This is an optimization exercise on Yosys and OpenROAD, whose aim is small area, a short achievable clock period and few clock cycles per item, not a production implementation.
In this exercise RTL edits were held to simulation tests only and were not proved equivalent to the original.
Power is estimated from default activity; no workload was simulated.

### flow/config.mk
export PLATFORM = sky130hd
export DESIGN_NAME = draft_chain
export DESIGN_NICKNAME = draft_chain
export VERILOG_FILES = /design/flow/design.v
export SDC_FILE = /design/flow/constraint.sdc
export NUM_CORES = 4
export LEC_CHECK = 0
export CAP_MARGIN = 20
export CORE_MARGIN = 2
export CORE_UTILIZATION = 40
export PLACE_DENSITY = 0.6
export SLEW_MARGIN = 20
### flow/constraint.sdc
create_clock -name core_clock -period 18.0 [get_ports {clk}]
set_input_delay 3.6000 -clock core_clock [delete_from_list [all_inputs] [get_ports {clk}]]
set_output_delay 3.6000 -clock core_clock [all_outputs]
set_load 0.01 [all_outputs]
### flow/design.v
module draft_chain (
    input  wire        clk,
    input  wire        rst,         
    input  wire        cfg_we,
    input  wire [5:0]  cfg_addr,
    input  wire [31:0] cfg_wdata,
    input  wire        in_valid,
    output wire        in_ready,
    input  wire [13:0] in_code,     
    input  wire [4:0]  in_flags,    
    input  wire        in_clear,    
    output reg         out_valid,
    output reg  [31:0] out_word,
    output wire        idle
);
    localparam NSEC = 4;
    localparam F_TIMEQ  = 0;
    localparam F_OVR    = 1;
    localparam F_CLIP   = 2;
    localparam F_SETTLE = 3;
    localparam F_RECOV  = 4;
    localparam F_FILL   = 5;
    localparam F_OPEN   = 6;
    function signed [63:0] round_conv;
        input signed [63:0] a;
        input [5:0]         n;
        reg signed [63:0] q, r, h;
        begin
            if (n == 6'd0) begin
                round_conv = a;
            end else begin
                q = a >>> n;
                r = a - (q <<< n);
                h = 64'sd1 <<< (n - 6'd1);
                if (r > h || (r == h && q[0]))
                    q = q + 64'sd1;
                round_conv = q;
            end
        end
    endfunction
    function [24:0] sat24;
        input signed [63:0] q;
        begin
            if (q > 64'sd8388607)
                sat24 = {1'b1, 24'h7fffff};
            else if (q < -64'sd8388608)
                sat24 = {1'b1, 24'h800000};
            else
                sat24 = {1'b0, q[23:0]};
        end
    endfunction
    reg [31:0]        cal_g;
    reg signed [31:0] cal_o;
    reg               dcb_en;
    reg               dcb_freeze;
    reg [4:0]         dcb_k;
    reg [2:0]         nsec;
    reg [4:0]         out_round;
    reg signed [23:0] out_gain;
    reg [15:0]        settle_len;
    reg signed [23:0] c_b0 [0:NSEC-1];
    reg signed [23:0] c_b1 [0:NSEC-1];
    reg signed [23:0] c_b2 [0:NSEC-1];
    reg signed [23:0] c_a1 [0:NSEC-1];
    reg signed [23:0] c_a2 [0:NSEC-1];
    reg [2:0]         c_s  [0:NSEC-1];
    reg [3:0]         c_d  [0:NSEC-1];
    wire [2:0] cfg_sec = cfg_addr[5:3] - 3'd1;
    wire [1:0] csel    = cfg_sec[1:0];
    always @(posedge clk) begin
        if (cfg_we) begin
            case (cfg_addr)
                6'd0: cal_g <= cfg_wdata;
                6'd1: cal_o <= cfg_wdata;
                6'd2: begin
                    dcb_en     <= cfg_wdata[0];
                    dcb_freeze <= cfg_wdata[1];
                    dcb_k      <= cfg_wdata[12:8];
                    nsec       <= cfg_wdata[18:16];
                    out_round  <= cfg_wdata[28:24];
                end
                6'd3: out_gain   <= cfg_wdata[23:0];
                6'd4: settle_len <= cfg_wdata[15:0];
                default: begin
                    if (cfg_addr >= 6'd8 && cfg_addr < 6'd8 + 8 * NSEC) begin
                        case (cfg_addr[2:0])
                            3'd0: c_b0[csel] <= cfg_wdata[23:0];
                            3'd1: c_b1[csel] <= cfg_wdata[23:0];
                            3'd2: c_b2[csel] <= cfg_wdata[23:0];
                            3'd3: c_a1[csel] <= cfg_wdata[23:0];
                            3'd4: c_a2[csel] <= cfg_wdata[23:0];
                            3'd5: begin
                                c_s[csel] <= cfg_wdata[2:0];
                                c_d[csel] <= cfg_wdata[11:8];
                            end
                            default: ;
                        endcase
                    end
                end
            endcase
        end
    end
    reg signed [23:0] s_x1 [0:NSEC-1];
    reg signed [23:0] s_x2 [0:NSEC-1];
    reg signed [23:0] s_y1 [0:NSEC-1];
    reg signed [23:0] s_y2 [0:NSEC-1];
    reg [3:0]         s_cnt [0:NSEC-1];    
    reg [6:0]         s_fl  [0:NSEC-1];    
    reg signed [23:0] hold;                
    reg signed [47:0] est;                 
    reg               est_valid;
    reg [15:0]        settle_cnt;          
    reg               settle_pend;         
    reg               prev_fill;           
    localparam ST_IDLE  = 4'd0;
    localparam ST_CAL   = 4'd1;
    localparam ST_CALR  = 4'd2;
    localparam ST_DCB   = 4'd3;
    localparam ST_DCBY  = 4'd4;
    localparam ST_SEC   = 4'd5;
    localparam ST_SECR  = 4'd6;
    localparam ST_OUT   = 4'd7;
    localparam ST_OUTR  = 4'd8;
    reg [3:0]         state;
    reg [1:0]         sec;                 
    reg [2:0]         tap;                 
    reg signed [13:0] code;
    reg [6:0]         fl;                  
    reg signed [23:0] v;                   
    reg signed [63:0] acc;
    assign in_ready = (state == ST_IDLE);
    assign idle     = (state == ST_IDLE);
    wire signed [33:0] cal_sum = {{10{code[13]}}, code, 10'd0} + {{2{cal_o[31]}}, cal_o};
    wire               cal_hi  = cal_sum > 34'sd16777215;
    wire               cal_lo  = cal_sum < -34'sd16777216;
    wire signed [24:0] cal_x0  = cal_hi ? 25'sh0ffffff :
                                 cal_lo ? 25'sh1000000 : cal_sum[24:0];
    reg signed [32:0] mul_a;
    reg signed [24:0] mul_b;
    wire signed [57:0] mul_p = mul_a * mul_b;
    always @(*) begin
        mul_a = 33'sd0;
        mul_b = 25'sd0;
        case (state)
            ST_CAL: begin
                mul_a = {1'b0, cal_g};
                mul_b = cal_x0;
            end
            ST_SEC: begin
                case (tap)
                    3'd0: begin mul_a = c_b0[sec]; mul_b = v;         end
                    3'd1: begin mul_a = c_b1[sec]; mul_b = s_x1[sec]; end
                    3'd2: begin mul_a = c_b2[sec]; mul_b = s_x2[sec]; end
                    3'd3: begin mul_a = c_a1[sec]; mul_b = s_y1[sec]; end
                    default: begin mul_a = c_a2[sec]; mul_b = s_y2[sec]; end
                endcase
            end
            ST_OUT: begin
                mul_a = out_gain;
                mul_b = v;
            end
            default: ;
        endcase
    end
    wire signed [63:0] prod64 = mul_p;
    wire [24:0]        cal_r   = sat24(round_conv(acc, 6'd30));
    wire [5:0]         sec_sh  = 6'd22 + {3'd0, c_s[sec]};
    wire [24:0]        sec_r   = sat24(round_conv(acc, sec_sh));
    wire [24:0]        out_r1  = sat24(round_conv(acc, 6'd22));
    wire [24:0]        out_r2  = sat24(round_conv({{40{out_r1[23]}}, out_r1[23:0]},
                                                  {1'b0, out_round}) <<< out_round);
    wire signed [63:0] dcb_x24 = {{16{v[23]}}, v, 24'd0};
    wire signed [63:0] dcb_e   = dcb_x24 - {{16{est[47]}}, est};
    wire signed [63:0] dcb_est = est_valid ?
                                 ({{16{est[47]}}, est} +
                                  ((dcb_freeze || fl[F_FILL]) ? 64'sd0
                                                              : round_conv(dcb_e, {1'b0, dcb_k})))
                                 : dcb_x24;
    wire [24:0]        dcb_y   = sat24({{40{v[23]}}, v} - round_conv({{16{est[47]}}, est}, 6'd24));
    wire [6:0]         sec_fl  = fl | (sec_r[24] ? 7'b0000100 : 7'd0);
    wire        settle_go  = settle_pend && !prev_fill;
    wire [15:0] settle_new = (settle_go && settle_len > settle_cnt) ? settle_len
                                                                   : settle_cnt;
    integer i;
    always @(posedge clk) begin
        out_valid <= 1'b0;
        if (rst) begin
            state       <= ST_IDLE;
            hold        <= 24'sd0;
            settle_cnt  <= 16'd0;
            settle_pend <= 1'b0;
            prev_fill   <= 1'b0;
            out_word    <= 32'd0;
        end else begin
            case (state)
                ST_IDLE: begin
                    if (in_valid) begin
                        code <= in_code;
                        fl   <= {in_flags[4], in_flags[3], in_flags[2], 1'b0,
                                 1'b0, in_flags[1], in_flags[0]};
                        if (in_clear || (prev_fill && !in_flags[3]))
                            settle_pend <= 1'b1;
                        prev_fill <= in_flags[3];
                        if (in_clear) begin
                            est_valid <= 1'b0;
                            for (i = 0; i < NSEC; i = i + 1) begin
                                s_x1[i]  <= 24'sd0;
                                s_x2[i]  <= 24'sd0;
                                s_y1[i]  <= 24'sd0;
                                s_y2[i]  <= 24'sd0;
                                s_cnt[i] <= 4'd0;
                                s_fl[i]  <= 7'd0;
                            end
                        end
                        state <= ST_CAL;
                    end
                end
                ST_CAL: begin
                    acc   <= prod64;
                    state <= ST_CALR;
                end
                ST_CALR: begin
                    if (fl[F_FILL]) begin
                        v <= hold;
                    end else begin
                        v    <= cal_r[23:0];
                        hold <= cal_r[23:0];
                        if (cal_r[24] || cal_hi || cal_lo)
                            fl[F_CLIP] <= 1'b1;
                    end
                    sec   <= 2'd0;
                    tap   <= 3'd0;
                    state <= dcb_en ? ST_DCB : ((nsec != 3'd0) ? ST_SEC : ST_OUT);
                end
                ST_DCB: begin
                    est       <= dcb_est[47:0];
                    est_valid <= 1'b1;
                    state     <= ST_DCBY;
                end
                ST_DCBY: begin
                    v         <= dcb_y[23:0];
                    if (dcb_y[24])
                        fl[F_CLIP] <= 1'b1;
                    state <= (nsec != 3'd0) ? ST_SEC : ST_OUT;
                end
                ST_SEC: begin
                    case (tap)
                        3'd0:    acc <= prod64;
                        3'd1,
                        3'd2:    acc <= acc + prod64;
                        default: acc <= acc - (prod64 <<< c_s[sec]);
                    endcase
                    if (tap == 3'd4) begin
                        tap   <= 3'd0;
                        state <= ST_SECR;
                    end else begin
                        tap <= tap + 3'd1;
                    end
                end
                ST_SECR: begin
                    s_x2[sec] <= s_x1[sec];
                    s_x1[sec] <= v;
                    s_y2[sec] <= s_y1[sec];
                    s_y1[sec] <= sec_r[23:0];
                    s_cnt[sec] <= (s_cnt[sec] + 4'd1 >= c_d[sec]) ? 4'd0
                                                                  : s_cnt[sec] + 4'd1;
                    if (s_cnt[sec] == 4'd0) begin
                        s_fl[sec] <= 7'd0;
                        fl        <= s_fl[sec] | sec_fl;
                        v         <= sec_r[23:0];
                        if ({1'b0, sec} + 3'd1 < nsec) begin
                            sec   <= sec + 2'd1;
                            state <= ST_SEC;
                        end else begin
                            state <= ST_OUT;
                        end
                    end else begin
                        s_fl[sec] <= s_fl[sec] | sec_fl;
                        state     <= ST_IDLE;
                    end
                end
                ST_OUT: begin
                    acc   <= prod64;
                    state <= ST_OUTR;
                end
                ST_OUTR: begin
                    out_valid <= 1'b1;
                    out_word[31:8] <= (out_round != 5'd0) ? out_r2[23:0] : out_r1[23:0];
                    out_word[7]    <= 1'b0;
                    out_word[6:4]  <= fl[6:4];
                    out_word[2]    <= fl[F_CLIP] | out_r1[24] |
                                      ((out_round != 5'd0) && out_r2[24]);
                    out_word[1:0]  <= fl[1:0];
                    if (settle_pend && !prev_fill)
                        settle_pend <= 1'b0;
                    out_word[3] <= (settle_new != 16'd0);
                    if (settle_new != 16'd0)
                        settle_cnt <= settle_new - 16'd1;
                    state <= ST_IDLE;
                end
                default: state <= ST_IDLE;
            endcase
        end
    end
endmodule
### flow/run.sh
#!/bin/bash
# synth_recipe.tcl (not shown) runs the flow's synth.tcl, then flattens the netlist and writes it again
# the make line also repeats each setting of config.mk as NAME=value (left out here)
make -C /OpenROAD-flow-scripts/flow DESIGN_CONFIG=/design/flow/config.mk WORK_HOME=/design/flow/orfs CLKGATE_MAP_FILE= SYNTH_SCRIPT=/design/flow/synth_recipe.tcl finish
==> run summary <==
## STA
- Worst Skew: 0.0869 ns
- Final Critical Period: 17.26 ns
- setup repair after global routing missed its margin: true
- pin slew with the least headroom to its limit: 1.27 ns
- share of the clock period used by the worst path: 95.9%
- # setup viols final: 0
- pins over their slew limit: 0
- achievable clock frequency: 0.0579 GHz
- relative slew slack: 14.5%
- setup TNS after final layout: 0 ns
- Final Hold Vio Count: 0

## Final layout
- Layout Nets: 16098
- Non-Filler Cell Area, Final: 0.147 mm2
- layout cell share with drive strength beyond 1: 13.3%
- synth-to-layout area growth: 13.0%
- commonest cells after routing, fill and taps aside: sky130_fd_sc_hd__nand2_1, sky130_fd_sc_hd__nor2_1, sky130_fd_sc_hd__edfxtp_1
- commonest non-fill, non-tap cell in the layout: sky130_fd_sc_hd__nand2_1
- share of the core filled with cells in the final layout: 45.4%

## Global routing
- total grt overflow: 0
- met3 capacity usage during global routing: 6.99%
- first-pass GRT wire length: 725000 um
- Tot GR Track Use: 29.0%
- via count of the first global-routing pass: 109747
- antenna violations before repair: 39
- met1 routing resource usage after global routing: 40.6%
- maximum number of pins on one net before global-route repair: 94
- grt peak-use layer: met2
- GR met2 Demand/Resource: 42.8%

## Power and ir drop
- Flop pwr share: 33.6%
- Switching Fraction: 36.1%
- Cell Pwr Density: 69.1 mW/mm2
- share of power burned in the clock network: 31.0%
- Max VDD drop: 0.0787 mV
- Static Leak: 59.9 nW
- portion of total power attributed to combinational logic: 35.4%
- internal power consumption: 0.00651 W
- Net Sw Power: 0.00367 W

## Synthesis
- portion of netlist area occupied by mux cells: 8.04%
- parity-gate share of the synthesized area counting xor and xnor cells: 3.78%
- main combinational cell family by area after synthesis: adder cells
- proportion of register bits with asynchronous set or reset after synthesis: 0%
- syn avg cell area: 9.32 um2
- arithmetic-cell share of the synthesized area counting full adders, half adders and majority gates: 20.1%
- Distinct cells, synth: 120
- Post-Synth Simple-Gate Area: 17.5%
- Syn. warnings: 1
- Compound-Gate Fraction of Synth Area: 15.5%
- leading register cell type out of synthesis: sky130_fd_sc_hd__edfxtp_1
- total standard cell area after synthesis: 0.130 mm2
- number of enable-type register cells in the synthesized netlist: 1213
- Yosys reg bits: 1293
- proportion of synthesized chip area in sequential cells: 29.2%
- gate count of the mapped netlist: 13996

## Route
- DRT iter0 DRCs: 13720
- number of DRC violations after detailed routing: 0
- wire length per cell after detailed routing: 25.9 um
- DRT Pass-1 Iters: 8
- aggregate routed wire length: 490000 um
- total number of vias: 114189
- number of antenna-violating nets in the routed design: 0
- post-detailed-route via-to-cell ratio: 6.04

## Floorplanning
- Top Ports: 97
- die height: 575 um
- full die area: 0.331 mm2
- total core area: 0.324 mm2
- Std-Cell Rows: 209
- initial core utilization: 40.2%
- Die X-Extent: 575 um

## Place
- final RePlAce weighted congestion: 1.04
- port bufs: 95
- post-detail-place hpwl: 375000 um
- placed cell area: 0.141 mm2

## CTS
- CTS tree: yes
- clk buf depth: 3
- CTS Buf Count: 145
- Clk Tree Root Cell: sky130_fd_sc_hd__clkbuf_16
- Worst-Skew Late Latency: 0.85 ns
- Worst-path clk slew: 0.07 ns
- clock sink total: 1293
- cts hold-fix bufs: 0
- number of levels the H-tree was split into: 4

## Worst setup path
- largest fanout on the critical path: 13
- slowest stage cell, crit path: sky130_fd_sc_hd__fa_1
- combined buffer and inverter count along the critical path: 6
- WS Path Type: reg2reg
- stage delay of the slowest cell on the critical path: 0.63 ns
- crit-path leading delay family: simple AND/OR/NAND/NOR gates
- crit path capture type: flop
- data arrival time of the critical path: 17.77 ns
- Worst Path Required: 18.51 ns
- nature of the critical path startpoint: flop
- cell occurring most often along the worst timing path: sky130_fd_sc_hd__fa_1

## Run
- max-capacitance violation count: 0

## Worst hold path
- classification of the worst-slack hold path: reg2reg

## Status
- run status: finished clean

-- final cells by class --
| type | instances | area, um2 |
|---|---|---|
| diodes | 16 | 40.0 |
| repair buffers | 1058 | 8380 |
| inverters | 1206 | 4530 |
| fillers | 31274 | 177000 |
| well taps | 4325 | 5410 |
| multi-input cells | 10757 | 85900 |
| clock inverters | 89 | 1280 |
| flip-flops and latches | 1293 | 38000 |
| clock buffers | 175 | 3820 |
-- worst register-to-register path: cells and delay by family, from the launching register on --
kind                       cells  cell delay (ns)
xor gates and xnor gates       4             0.67
adders and majority gates     10             5.07
AOI/OAI and AO/OA             15             3.79
buffers and inverters          6             0.77
muxes                          2             0.70
DFF                            1             0.59
and+or+nand+nor               22             5.36
-- repair_timing --
action,CTS,global route
buffers inserted,0,48
pin swaps,0,14
endpoints found under the setup margin,2,53
resized for setup,1,100
-- final timing paths --
path | startpoint | end | slack, ns | cells after the start
max | code[13] | acc[63] | 0.74 | 59
min | out_word[1] | out_word[1] | 0.45 | 2
max reg2reg | code[13] | acc[63] | 0.74 | 59
min reg2reg | out_word[1] | out_word[1] | 0.45 | 2
-- synthesized netlist by cell type, types with 128 or more instances --
library cell,count,area [um2]
sky130_fd_sc_hd__mux2i_1,320,3200
sky130_fd_sc_hd__ha_1,718,8980
sky130_fd_sc_hd__nand3_1,286,1430
sky130_fd_sc_hd__o21ai_0,631,3160
sky130_fd_sc_hd__a211oi_1,162,1220
sky130_fd_sc_hd__and2_1,452,2830
sky130_fd_sc_hd__nand4_1,155,970
sky130_fd_sc_hd__a21o_1,234,1760
sky130_fd_sc_hd__nor3_1,271,1360
sky130_fd_sc_hd__and3_1,147,920
sky130_fd_sc_hd__a21oi_1,788,3940
sky130_fd_sc_hd__clkbuf_1,627,2350
sky130_fd_sc_hd__inv_1,1182,4440
sky130_fd_sc_hd__xor2_1,164,1440
sky130_fd_sc_hd__nand2_1,1439,5400
sky130_fd_sc_hd__mux4_2,277,6240
sky130_fd_sc_hd__xnor2_1,399,3490
sky130_fd_sc_hd__edfxtp_1,1213,36400
sky130_fd_sc_hd__fa_1,857,17200
sky130_fd_sc_hd__nor2_1,1291,4850
sky130_fd_sc_hd__nand2b_1,147,920
sky130_fd_sc_hd__a31oi_1,128,801
-- routing by layer --
metal	part of all wire, %	up-vias	routed length (um)
met5	0.038	-	184
met4	4.8	24	23600
met3	11	1033	54700
met2	42	5703	207000
met1	42	56572	204000
li1	-	50857	-
-- cells by family (layout without fill, tap and decap cells) --
logic type	after synthesis	in the layout
compound gates	3081	3081
xor+xnor	563	563
fa+ha+maj	1577	1577
buf+inv	2016	2528
flops	1293	1293
mux	690	690
other cells	2	88
simple gates	4774	4774
-- per-stage QoR --
stage          std cells  hold slack [ns]  total power [W]  worst slack, ns
3_3_place_gp       18591            0.443          0.00693          -0.0195
5_1_grt            18907            0.468           0.0106          -0.0565
6_report           18919            0.453           0.0102            0.738
4_1_cts            18855            0.454           0.0101           0.0443
3_5_place_dp       18591            0.446          0.00693           0.0720
2_1_floorplan      14066            0.436          0.00576             1.61
-- power groups by stage --
| stage | registers [W] | logic, W | clock network, W |
|---|---|---|---|
| final | 0.00343 | 0.00360 | 0.00316 |
| after global routing | 0.00343 | 0.00391 | 0.00331 |
| after CTS | 0.00344 | 0.00346 | 0.00320 |
| after detailed placement | 0.00350 | 0.00343 | 0 |
| after global placement | 0.00350 | 0.00343 | 0 |
| after floorplan | 0.00346 | 0.00230 | 0 |
Testbench counts, summed over its fixed seeds: cycles 319,146, items 25,600.

==> what the ideal ports hide <==
In the flow no input, the clock included, has a driving cell. The finished layout below was timed again as built, in two steps. Step 1 (the two cells are an assumption about what drives the block):
set clk [get_ports {clk}]
set_driving_cell -lib_cell sky130_fd_sc_hd__clkbuf_16 $clk
set_driving_cell -lib_cell sky130_fd_sc_hd__buf_2 [delete_from_list [all_inputs] $clk]
Step 2 also shifts input and output timing later by t, the mid clock arrival at the registers, as if the neighbouring blocks saw the same clock. Slacks: ideal / step 1 / step 2; pairs: ideal / step 1.
shift t [ns]: 0.889
setup slack, ns: 0.738 / 0.738 / 0.738
latest minus earliest clock arrival (ns): 0.091 / 0.091
After both steps this run still meets setup and hold. For this run, drivers alone change the setup slack by 0.000 ns; drivers and shift together by 0.000 ns.
